Source: an optimization exercise on an open RTL-to-GDS flow (aim: small area and a short achievable clock period). Production flows keep margins and buffers that such runs may drop.
Where RTL was checked, it was by simulation tests only, not by an equivalence proof against the original.
No activity file was given, so power comes from the tool's default toggle rates.

## vx_conv
module vx_conv (
    input  wire        clk,
    input  wire        rst,         
    input  wire        in_valid,
    input  wire [3:0]  in_src_fmt,
    input  wire [3:0]  in_dst_fmt,
    input  wire        in_blk,      
    input  wire [7:0]  in_s1,       
    input  wire [31:0] in_s2,       
    input  wire [31:0] in_data,     
    output reg         out_valid,
    output reg  [31:0] out_data,    
    output reg         out_sat,     
    output reg         out_nan,     
    output reg         out_rsv,     
    output reg         out_scale_inv,  
    output reg         out_err      
);
Size in the first run: ~210 flip-flops, about 120 I/O pins, ~0.019 sq mm of cells after synthesis.
clock: 28.0 ns
lec_check: 0
abc_area: 1
abc_clock_period_in_ps: 10000
cap_margin: 20
core_margin: 2
core_utilization: 40
cts_cluster_diameter: 100
cts_cluster_size: 30
place_density: 0.75
slew_margin: 20
buffer_ports_args: -buffer_cell sky130_fd_sc_hd__buf_1
standard.sh (not shown) runs the stock make flow with config.mk's settings and CLKGATE_MAP_FILE= SYNTH_SCRIPT=/design/flow/synth_recipe.tcl, a recipe that flattens the netlist after the stock synthesis.
==> flow/flow/run.sh <==
#!/bin/bash
# Layout flow: the standard flow (standard synthesis, floorplan, place,
# CTS, route), except that the port buffers that global placement inserts
# on every input and output are the small sky130_fd_sc_hd__buf_1 instead of
# the flow's default pick (a clkdlybuf4s50 delay cell).
# Each tool's full output is kept under orfs/logs/; the make output is in
# flow_make.log in this folder.
set -euo pipefail
echo 'export BUFFER_PORTS_ARGS = -buffer_cell sky130_fd_sc_hd__buf_1' >> config.mk
bash standard.sh finish > flow_make.log 2>&1
Edit:
--- a/flow/design.v
+++ b/flow/design.v
@@ -209,42 +209,27 @@
         end else begin
             v_nan  = c_nan || s2_nan || (c_inf && s2_zero) || (s2_inf && c_zero);
             v_inf  = c_inf || s2_inf;
             v_sign = c_sign ^ r_w[31];
             v_zero = c_zero || s2_zero;
         end
     end
-    wire [6:0]  b_y = scaled ? b_n[6:0] : 7'd0;
-    wire [8:0]  by  = {1'b1, b_y, 1'b0};            
-    reg  [3:0]  bd_one, bd_two, bd_neg;
-    integer     bk;
-    always @* begin
-        for (bk = 0; bk < 4; bk = bk + 1) begin
-            bd_one[bk] = by[2*bk+1] ^ by[2*bk];
-            bd_two[bk] = (by[2*bk+2] & ~by[2*bk+1] & ~by[2*bk]) |
-                         (~by[2*bk+2] & by[2*bk+1] & by[2*bk]);
-            bd_neg[bk] = by[2*bk+2];
-        end
-    end
     reg        p2_valid;
     reg [22:0] p2_a;
-    reg [3:0]  p2_one, p2_two;    
-    reg [2:0]  p2_neg;
+    reg [6:0]  p2_b;
     reg signed [9:0] p2_k;
     reg [4:0]  p2_lza;
     reg [2:0]  p2_lzb;
     reg [3:0]  p2_dst;
     reg        p2_nan, p2_inf, p2_sign, p2_zero, p2_sinv, p2_rsv, p2_err;
     always @(posedge clk) begin
         if (rst) p2_valid <= 1'b0;
         else     p2_valid <= r_valid;
         p2_a    <= a_n[22:0];
-        p2_one  <= bd_one;
-        p2_two  <= bd_two;
-        p2_neg  <= bd_neg[2:0];
+        p2_b    <= scaled ? b_n[6:0] : 7'd0;
         p2_k    <= xk;
         p2_lza  <= lza;
         p2_lzb  <= lzb_x;
         p2_dst  <= r_dst;
         p2_nan  <= v_nan;
         p2_inf  <= v_inf;
         p2_sign <= v_sign;
@@ -253,22 +238,28 @@
         p2_rsv  <= c_rsv;
         p2_err  <= err;
     end
     function [63:0] csa(input [31:0] u, input [31:0] v, input [31:0] w);
         csa = {((u & v) | (u & w) | (v & w)) << 1, u ^ v ^ w};
     endfunction
     wire [23:0] bx = {1'b1, p2_a};
-    wire [3:0]  bneg = {1'b1, p2_neg};             
+    wire [8:0]  by = {1'b1, p2_b, 1'b0};            
     reg  [31:0] brow [0:3];
-    integer     bm;
+    reg  [3:0]  bneg;
+    integer     bk;
     always @* begin
-        for (bm = 0; bm < 4; bm = bm + 1) begin : booth
+        for (bk = 0; bk < 4; bk = bk + 1) begin : booth
+            reg one, two;
             reg [24:0] sel;
-            sel = ({25{p2_one[bm]}} & {1'b0, bx}) | ({25{p2_two[bm]}} & {bx, 1'b0});
-            brow[bm] = {6'd0, ~bneg[bm], sel ^ {25{bneg[bm]}}} << (2*bm);
+            one = by[2*bk+1] ^ by[2*bk];
+            two = (by[2*bk+2] & ~by[2*bk+1] & ~by[2*bk]) |
+                  (~by[2*bk+2] & by[2*bk+1] & by[2*bk]);
+            bneg[bk] = by[2*bk+2];
+            sel = ({25{one}} & {1'b0, bx}) | ({25{two}} & {bx, 1'b0});
+            brow[bk] = {6'd0, ~bneg[bk], sel ^ {25{bneg[bk]}}} << (2*bk);
         end
     end
     wire [31:0] pr0 = brow[0];
     wire [31:0] pr1 = brow[1] | {31'd0, bneg[0]};
     wire [31:0] pr2 = brow[2] | {29'd0, bneg[1], 2'd0};
     wire [31:0] pr3 = brow[3] | {27'd0, bneg[2], 4'd0};
     wire [31:0] pr4 = {bx, 8'd0} | {25'd0, bneg[3], 6'd0};
Non-clock buffer count went down by 2; die area stays flat; worst setup slack improves by 0.028 ns; total power is lower by 1.7%; global-route usage rose by 0.35 points; final cell count decreases by 0.81%; synthesized cell count is lower by 0.90%; count of clock-buffer cells in the layout stays the same; core utilization goes down by 0.25 points; clock skew barely changes.
No functional check of the RTL was part of the first run of this note.

separate check: timing with driven ports:
No port has a modelled driver above. Below, the same layouts with a new extraction and two added sets of constraints. Step 1, drivers: a clkbuf_16 drives clk and a buf_2 each remaining input, both assumed. Step 2 times the ports against the registers' clock, not the clock port: input delays grow and output delays shrink by t, the midpoint of the rising clock arrivals with the driver on. Slacks: ideal ports / drivers / drivers and shift; pairs: ideal ports / drivers.
run	t (ns)	setup slack, ns	latest minus earliest clock arrival (ns)
the first run	0.545	21.389 / 21.334 / 21.001	0.020 / 0.020
the second run	0.551	21.417 / 21.361 / 21.004	0.024 / 0.024
After both steps setup and hold are still met in every run listed. For the second run, which loses most, drivers alone change the setup slack by -0.056 ns; drivers and shift together by -0.413 ns.
